What follows belongs to an exercise in optimizing a design on an open flow for small area, a short achievable clock period and few clock cycles per item; a production flow would make more cautious choices.
Only simulation tests tie the RTL to the original design; equivalence was not proved.
Power and IR drop assume default switching activity.

[flow/flow/run.sh]
#!/bin/bash
# Layout: the standard flow (standard.sh) with two changes to how the
# layout is made: the port buffers that ORFS's placement step adds are
# sky130_fd_sc_hd__buf_2 cells, and clock tree synthesis adds no dummy
# loads (its other settings are config.mk's). Everything else, synthesis
# included, is the standard flow unchanged. The full output goes to
# standard_flow.log here and to ORFS's own logs under orfs/logs.
set -euo pipefail
export BUFFER_PORTS_ARGS="-buffer_cell sky130_fd_sc_hd__buf_2"
export CTS_ARGS="-sink_clustering_enable -repair_clock_nets -sink_clustering_size 16 -sink_clustering_max_diameter 80 -buf_list sky130_fd_sc_hd__clkbuf_8 -dont_use_dummy_load"
bash standard.sh finish > standard_flow.log 2>&1
[flow/standard.sh]
#!/bin/bash
# synth_recipe.tcl (not shown) runs the flow's synth.tcl, then flattens the netlist and writes it again
# the make line also repeats each setting of config.mk as NAME=value (left out here)
make -C /OpenROAD-flow-scripts/flow DESIGN_CONFIG=/design/flow/config.mk WORK_HOME=/design/flow/orfs CLKGATE_MAP_FILE= SYNTH_SCRIPT=/design/flow/synth_recipe.tcl "${@:-finish}"
[flow/config.mk]
export PLATFORM = sky130hd
export DESIGN_NAME = stream_filter
export DESIGN_NICKNAME = stream_filter
export VERILOG_FILES = /design/flow/design.v
export SDC_FILE = /design/flow/constraint.sdc
export NUM_CORES = 4
export LEC_CHECK = 0
export ABC_AREA = 1
export CAP_MARGIN = 0
export CORE_MARGIN = 2
export CORE_UTILIZATION = 60
export CTS_BUF_LIST = sky130_fd_sc_hd__clkbuf_8
export CTS_CLUSTER_DIAMETER = 80
export CTS_CLUSTER_SIZE = 16
export PLACE_DENSITY = 0.75
export SLEW_MARGIN = 0
[flow/constraint.sdc]
create_clock -name core_clock -period 120.0 [get_ports {clk}]
set_input_delay 24.0000 -clock core_clock [delete_from_list [all_inputs] [get_ports {clk}]]
set_output_delay 24.0000 -clock core_clock [all_outputs]
set_load 0.01 [all_outputs]
[flow/design.v]
module stream_filter (
    input  wire        clk,
    input  wire        rst,          
    input  wire        cfg_we,
    input  wire [31:0] cfg_wdata,
    output wire [31:0] cfg_rdata,
    output reg         cfg_err,
    input  wire        in_valid,
    input  wire [31:0] in_data,
    output wire        in_ready,
    output reg         out_valid,
    output reg  [31:0] out_val,
    output reg         out_emit
);
    localparam [2:0] F_NONE = 3'd0,
                     F_AVG  = 3'd1,
                     F_MED3 = 3'd2,
                     F_IIR  = 3'd3;
    localparam NST = 3;
    function integer nsteps(input integer s);
        nsteps = (s == 3) ? 11 : 10;
    endfunction
    function [37:0] add38(input [37:0] a, input [37:0] b, input ci);
        reg c;
        integer i;
        begin
            c = ci;
            for (i = 0; i < 38; i = i + 1) begin
                add38[i] = a[i] ^ b[i] ^ c;
                c = (a[i] & b[i]) | (a[i] & c) | (b[i] & c);
            end
        end
    endfunction
    function ge32(input [31:0] a, input [31:0] b);
        reg [31:0] p, q;
        reg c;
        integer i;
        begin
            p = a ^ 32'h8000_0000;
            q = ~(b ^ 32'h8000_0000);
            c = 1'b1;
            for (i = 0; i < 32; i = i + 1)
                c = (p[i] & q[i]) | (p[i] & c) | (q[i] & c);
            ge32 = c;
        end
    endfunction
    reg [2:0] filter;
    reg [6:0] param;
    reg [7:0] decim;
    reg       bat_en;
    reg       policy;
    assign cfg_rdata = {6'd0, policy, bat_en, decim, 1'b0, param, 5'd0, filter};
    wire [2:0] w_filter = cfg_wdata[2:0];
    wire [6:0] w_param  = cfg_wdata[14:8];
    wire [7:0] w_decim  = cfg_wdata[23:16];
    wire pz_lo   = ~|w_param[3:0];
    wire pz_hi   = ~|w_param[6:4];
    wire p_zero  = pz_lo & pz_hi;
    wire p_iir   = pz_hi & ~pz_lo;
    wire p_avg   = (w_param[6] & ~|w_param[5:0]) | (~w_param[6] & |w_param[5:1]);
    wire w_ok    = |w_decim & ~w_filter[2] &
                   ((~w_filter[0] & p_zero) | (w_filter[0] & ~w_filter[1] & p_avg) |
                    (w_filter[0] & w_filter[1] & p_iir));
    wire cfg_take = cfg_we && w_ok;
    always @(posedge clk) begin
        if (rst) begin
            filter  <= F_NONE;
            param   <= 7'd0;
            decim   <= 8'd1;
            bat_en  <= 1'b0;
            policy  <= 1'b0;
            cfg_err <= 1'b0;
        end else begin
            cfg_err <= cfg_we && !w_ok;
            if (cfg_take) begin
                filter <= w_filter;
                param  <= w_param;
                decim  <= w_decim;
                bat_en <= cfg_wdata[24];
                policy <= cfg_wdata[25];
            end
        end
    end
    reg  [2:0] c_filter;
    reg  [6:0] c_param;
    always @(posedge clk) begin
        c_filter <= filter;
        c_param  <= param;
    end
    wire       f_avg  = (c_filter == F_AVG);
    wire       f_med  = (c_filter == F_MED3);
    wire       f_iir  = (c_filter == F_IIR);
    wire [5:0] ring_m = f_avg ? c_param[5:0] - 6'd1 : f_med ? 6'd3 : 6'd0;    
    wire [6:0] cap    = f_avg ? c_param : 7'd3;  
    wire [3:0] kk     = c_param[3:0];            
    reg  [5:0] rot;                  
    reg        nrdy;                 
    reg        rdy_o;                
    assign in_ready = rdy_o;
    wire take = in_valid && !nrdy;   
    reg  [31:0] r0;
    reg  [31:0] s1  [0:0];
    reg  [31:0] s2  [0:1];
    reg  [31:0] s4  [0:3];
    reg  [31:0] s8  [0:7];
    reg  [31:0] s16 [0:15];
    reg  [31:0] s32 [0:31];
    wire [31:0] o1 = ring_m[0] ? s1[0]   : r0;
    wire [31:0] o2 = ring_m[1] ? s2[1]   : o1;
    wire [31:0] o3 = ring_m[2] ? s4[3]   : o2;
    wire [31:0] o4 = ring_m[3] ? s8[7]   : o3;
    wire [31:0] o5 = ring_m[4] ? s16[15] : o4;
    wire [31:0] o6 = ring_m[5] ? s32[31] : o5;    
    integer i;
    always @(posedge clk) begin
        r0     <= take ? in_data : o6;
        s1[0]  <= r0;
        s2[0]  <= o1;
        s4[0]  <= o2;
        s8[0]  <= o3;
        s16[0] <= o4;
        s32[0] <= o5;
        s2[1]  <= s2[0];
        for (i = 1; i < 4;  i = i + 1) s4[i]  <= s4[i-1];
        for (i = 1; i < 8;  i = i + 1) s8[i]  <= s8[i-1];
        for (i = 1; i < 16; i = i + 1) s16[i] <= s16[i-1];
        for (i = 1; i < 32; i = i + 1) s32[i] <= s32[i-1];
    end
    reg clr;                         
    wire [5:0] rot_nxt = (take || rot >= ring_m) ? 6'd0 : rot + 6'd1;
    wire       rdy_nxt = (rot_nxt == 6'd0);
    wire       rdy_d   = rdy_nxt || rst || clr;
    always @(posedge clk) begin
        rot   <= (rst || clr) ? 6'd0 : rot_nxt;
        nrdy  <= !(rdy_d || cfg_take);
        rdy_o <= rdy_d || cfg_take;
    end
    reg                v1;           
    reg  [6:0]         ncnt;         
    reg  [37:0]        acc;          
    reg  [7:0]         dcnt;         
    reg                bc;           
    always @(posedge clk) begin
        if (rst)
            v1 <= 1'b0;
        else
            v1 <= take;
        clr <= rst || cfg_take;
    end
    wire [31:0] x     = r0;
    wire [37:0] x38   = {{6{x[31]}}, x};
    wire        full  = (ncnt == cap);
    wire        first = (ncnt == 7'd1);
    reg         ci_iir;          
    always @(posedge clk)
        ci_iir <= (filter == F_IIR);
    wire [37:0] sum   = add38(x38, acc, ci_iir);
    wire [3:0]  sh    = first ? 4'd0 : kk;
    wire [32:0] st0   = sum[32:0];
    wire [32:0] st1   = sh[0] ? {st0[32],      st0[32:1]} : st0;
    wire [32:0] st2   = sh[1] ? {{2{st1[32]}}, st1[32:2]} : st1;
    wire [32:0] st3   = sh[2] ? {{4{st2[32]}}, st2[32:4]} : st2;
    wire [32:0] st4   = sh[3] ? {{8{st3[32]}}, st3[32:8]} : st3;
    wire [37:0] minu  = f_iir ? acc : sum;
    wire [37:0] subt  = f_iir ? {{5{st4[32]}}, st4} : (full ? {{6{o6[31]}}, o6} : 38'd0);
    wire [37:0] nacc  = add38(minu, ~subt, 1'b1);
    wire [31:0] b  = s1[0];
    wire [31:0] c  = s2[0];
    wire        ab = ge32(x, b);
    wire        ac = ge32(x, c);
    wire        lt2 = (ncnt[6:2] == 5'd0) && !(ncnt[1] && ncnt[0]);    
    wire [31:0] med = (!f_med || lt2 || ab != ac) ? x : (bc == ab) ? b : c;
    wire [5:0]  nm1   = ncnt[5:0] - 6'd1;        
    wire [37:0] sumr  = add38(sum, {32'd0, nm1}, 1'b0);
    wire [31:0] y     = f_iir ? ~nacc[31:0] : med;
    wire [37:0] w     = f_avg ? (sum[37] ? sumr : sum) : {{6{y[31]}}, y};
    wire [5:0]  dm1   = f_avg ? nm1 : 6'd0;      
    wire emit_now = (dcnt + 8'd1 == decim);
    always @(posedge clk) begin
        if (clr) begin
            ncnt <= 7'd1;
            acc  <= 38'd0;
            dcnt <= 8'd0;
        end else if (v1) begin
            if (!full)
                ncnt <= ncnt + 7'd1;
            acc  <= nacc;
            dcnt <= emit_now ? 8'd0 : dcnt + 8'd1;
        end
        if (v1)
            bc <= ab;
    end
    function [36:0] steps;           
        input [5:0]  rem;
        input [30:0] w;              
        input [5:0]  nm;             
        input        ng;             
        input integer k;
        reg   [6:0]  t, d, gn, pr, nb;
        reg   [7:0]  cy;
        integer j, i;
        begin
            for (j = 0; j < k; j = j + 1) begin
                t     = {rem, w[30]};
                nb    = {1'b1, nm};
                gn    = t & nb;
                pr    = t ^ nb;
                cy[0] = 1'b0;
                for (i = 0; i < 7; i = i + 1)
                    cy[i+1] = gn[i] | (pr[i] & cy[i]);
                d = pr ^ cy[6:0];
                w   = {w[29:0], cy[7] ^ ng};
                rem = cy[7] ? d[5:0] : t[5:0];
            end
            steps = {rem, w};
        end
    endfunction
    reg        dv [1:NST];
    reg  [5:0] dr [1:NST];
    reg [30:0] dw [1:NST];
    reg  [5:0] dn [1:NST];
    reg        dg [1:NST];           
    reg        de [1:NST];           
    always @(posedge clk) begin
        if (rst)
            dv[1] <= 1'b0;
        else
            dv[1] <= v1;
        {dr[1], dw[1]} <= w[36:0];
        dn[1] <= ~dm1;
        dg[1] <= w[37];
        de[1] <= emit_now && bat_en;
    end
    genvar g;
    generate
        for (g = 2; g <= NST; g = g + 1) begin : stage
            wire [36:0] s = (g == 2) ? steps(dr[1] ^ {6{dg[1]}}, dw[1] ^ {31{dg[1]}}, dn[1], dg[1], nsteps(1))
                                     : steps(dr[g-1], dw[g-1], dn[g-1], dg[g-1], nsteps(g-1));
            always @(posedge clk) begin
                if (rst)
                    dv[g] <= 1'b0;
                else
                    dv[g] <= dv[g-1];
                {dr[g], dw[g]} <= s;
                dn[g] <= dn[g-1];
                dg[g] <= dg[g-1];
                de[g] <= de[g-1];
            end
        end
    endgenerate
    wire [36:0] sl  = steps(dr[NST], dw[NST], dn[NST], dg[NST], nsteps(NST));
    wire [31:0] res = {dg[NST], sl[30:0]};
    always @(posedge clk) begin
        if (rst) begin
            out_valid <= 1'b0;
            out_val   <= 32'd0;
            out_emit  <= 1'b0;
        end else begin
            out_valid <= dv[NST];
            out_emit  <= dv[NST] && de[NST];
            if (dv[NST])
                out_val <= res;
        end
    end
endmodule
==> impl_metrics.env <==
export IMPL_status="finished clean"
export IMPL_io_pins=136
export IMPL_busiest_layer="met2"
export IMPL_worstSetupPathType="reg2out"
export IMPL_dieHeight_um=335.3
export IMPL_use_met3_pct=3.355
export IMPL_num_nets_final=5938
export IMPL_syn_avg_cell_area_um2=12.19
export IMPL_vias=34700
export IMPL_cts_resized=0
export IMPL_routed_wl_mm=115.1
export IMPL_fill_cells=8014
export IMPL_synth_enable_flop_cells=1
export IMPL_min_path_type="reg2reg"
export IMPL_rsz0062_at_grt="no"
export IMPL_crit_path_top_delay_cell="dfxtp_1"
export IMPL_cp_data_required_time_ps=96000
export IMPL_antenna_found_initial=8
export IMPL_coreArea_um2=108900
export IMPL_die_x_um=335.3
export IMPL_cts_root_buf="clkbuf_8"
export IMPL_worstMarginPinSlew_ps=1253
export IMPL_fmax_mhz=39.39
export IMPL_grt_max_degree=88
export IMPL_yosysSeqAreaShare_pct=70.43
export IMPL_clk_pin_slew_ps=100
export IMPL_clockBufferDepth=3
export IMPL_die_area_um2=112400
export IMPL_fp_row_count=121
export IMPL_path_max_fanout=4
export IMPL_finalSetupViolCount=0
export IMPL_power_per_cell_area_nw_per_um2=24.19
export IMPL_overflow=0
export IMPL_viasPerCell=4.972
export IMPL_drive_gt1_share_pct=9.119
export IMPL_dr_pass1_iters=8
export IMPL_grt_pass1_wl_mm=183.7
export IMPL_fin_cells=6979
export IMPL_syn_inst=5402
export IMPL_first_iter_violations=2030
export IMPL_finalHoldViolCount=0
export IMPL_drc_errors=0
export IMPL_endpoint_kind="output port"
export IMPL_grtUsageTotal_pct=20.79
export IMPL_post_dp_hpwl_mm=78.77
export IMPL_async_flop_share_pct=0
export IMPL_insertion_delay_ps=840
export IMPL_cap_violations=0
export IMPL_ys_types=63
export IMPL_htree_levels=4
export IMPL_postCtsSetupRepairBufs=0
export IMPL_critical_path_arrival_ps=1390
export IMPL_netlist_area_um2=65840
export IMPL_final_common_cell="dfxtp_1"
export IMPL_dp_cells=6809
export IMPL_leakage_nw=31.21
export IMPL_grt_util_met1_pct=29.65
export IMPL_start_util_pct=60.49
export IMPL_finalMaxSlewViolations=0
export IMPL_cts_tree="yes"
export IMPL_cts_buffers=165
export IMPL_final_setup_skew_ps=95.46
export IMPL_grt_pass1_vias=34520
export IMPL_final_cell_mix="2314 x dfxtp_1, 862 x nand2_1, 421 x inv_1"
export IMPL_cts_sinks=2316
export IMPL_grtUsageMet2_pct=32.67
export IMPL_synth_seq_cells=2316
export IMPL_cts_hold_buffers=0
export IMPL_yosysWarnings=13
export IMPL_startpoint_type="flip-flop"
export IMPL_slowest_delay_ps=400
export IMPL_gp_congestion=0.9308
export IMPL_relSlewSlack_pct=16.04
export IMPL_area_delta_synth_final_pct=6.530
export IMPL_io_buffer_count=111
export IMPL_ir_drop_mv=0.01848
export IMPL_wl_per_cell_um=16.49
export IMPL_fin_setup_tns_ps=0
export IMPL_fin_crit_ps=25390
export IMPL_ant_nets=0
export IMPL_cp_top_family="flip-flops"
export IMPL_cp_cell_sequence="buf_2"
export IMPL_ys_flop_type="dfxtp_1"
export IMPL_path_buf_inv=1
export IMPL_min_period_over_period_pct=21.15
[stage by stage]
stage | setup WS, ps | power (mW) | cell area [um^2] | util, % | hold WS (ps)
global placement | 93990 | 1.351 | 67860 | 62.34 | 309.6
finish | 94610 | 1.697 | 70140 | 64.44 | 294.8
CTS | 94520 | 1.713 | 70130 | 64.42 | 278.3
floorplan | 94450 | 1.277 | 65880 | - | 309.6
global route | 93500 | 1.807 | 70130 | 64.43 | 284.1
detailed placement | 93930 | 1.380 | 67860 | 62.34 | 312.1
[layout make-up]
| type | instances | area [um^2] | share of cell area, % |
|---|---|---|---|
| tap | 1414 | 1769 | 2.522 |
| clock buffer | 165 | 2271 | 3.238 |
| timing repair buffer | 145 | 810.8 | 1.156 |
| multi-input combinational | 2491 | 17190 | 24.51 |
| inverter | 443 | 1710 | 2.439 |
| antenna | 5 | 12.51 | 0.01784 |
| sequential | 2316 | 46380 | 66.12 |
[flip-flops by register name, summed over array words and instances, names as in the netlist, 32 cells and up]
| register | cells |
|---|---|
| s32 | 1024 |
| s16 | 512 |
| s8 | 256 |
| s4 | 128 |
| dw | 93 |
| s2 | 64 |
| acc | 38 |
| out_val | 32 |
| r0 | 32 |
| s1 | 32 |
[final timing paths]
path,slack (ps),start,depth (start not counted),endpoint
hold reg to reg,290,s32[26][14]$_DFF_P_,0,s32[27][14]$_DFF_P_
setup reg to reg,95040,dn[3][0]$_DFF_P_,110,out_val[0]$_SDFFE_PP0P_
setup / recovery,94610,filter[2]$_SDFFE_PP0P_,1,cfg_rdata[2]
hold / removal,290,s32[26][14]$_DFF_P_,0,s32[27][14]$_DFF_P_
[synth_stat cells, types with 73 or more instances]
library cell  count  area [um^2]
dfxtp_1        2315        46340
o21ai_0         314         1572
xor2_1           73        639.4
nand3_1         157        785.8
clkbuf_1        131        491.7
nor2_1          194        728.2
a21oi_1          94        470.5
mux2i_1          79        790.8
nand2_1         864         3243
ha_1             80         1001
fa_1            228         4564
inv_1           421         1580
[power breakdown]
| group | switching, mW | internal (mW) | leakage, nW |
|---|---|---|---|
| registers | 0.0517 | 0.943 | 19.4 |
| logic | 0.225 | 0.140 | 10.6 |
| clock network | 0.214 | 0.123 | 1.19 |
| total | 0.491 | 1.21 | 31.2 |
[cell families (layout without fill, tap and decap cells)]
kind of cell	after synthesis	in the layout	synth area share, %
DFF	2316	2316	70.43
adders and majority gates	308	308	8.453
muxes	148	148	2.393
xor gates and xnor gates	83	83	1.116
and+or+nand+nor	1315	1315	8.381
buffers and inverters	606	753	3.654
AOI/OAI and AO/OA	625	625	5.564
other	1	17	0.005696
[metal layers]
metal	part of all wire, %	vias to the layer above
met5	0.14	-
li1	-	17270
met2	45	747
met3	4.5	195
met1	48	16490
met4	2.4	2
Testbench counts, summed over its fixed seeds: cycles 17,423, items 17,303.

what the ideal ports hide:
No port has a modelled driver above. Below, the same layout with a new extraction and two added sets of constraints.
Step 1, drivers: a clkbuf_16 drives clk and a buf_2 each remaining input, both assumed.
Step 2, shift: input delay + t, output delay - t, t = (earliest + latest rising clock arrival at the registers) / 2. This alone moves slack from input paths to output paths.
Three values: ideal, step 1, step 2; two values: the first two.
t, ns: 0.865
setup slack, ns: 94.614 / 94.549 / 93.953
worst setup path after step 2: input to register
slew at the worst register clock pin (ns): 0.11 / 0.11
After both steps setup and hold are still met in this run. The setup slack of this run moves by -0.065 ns with the drivers and by -0.661 ns with both steps.
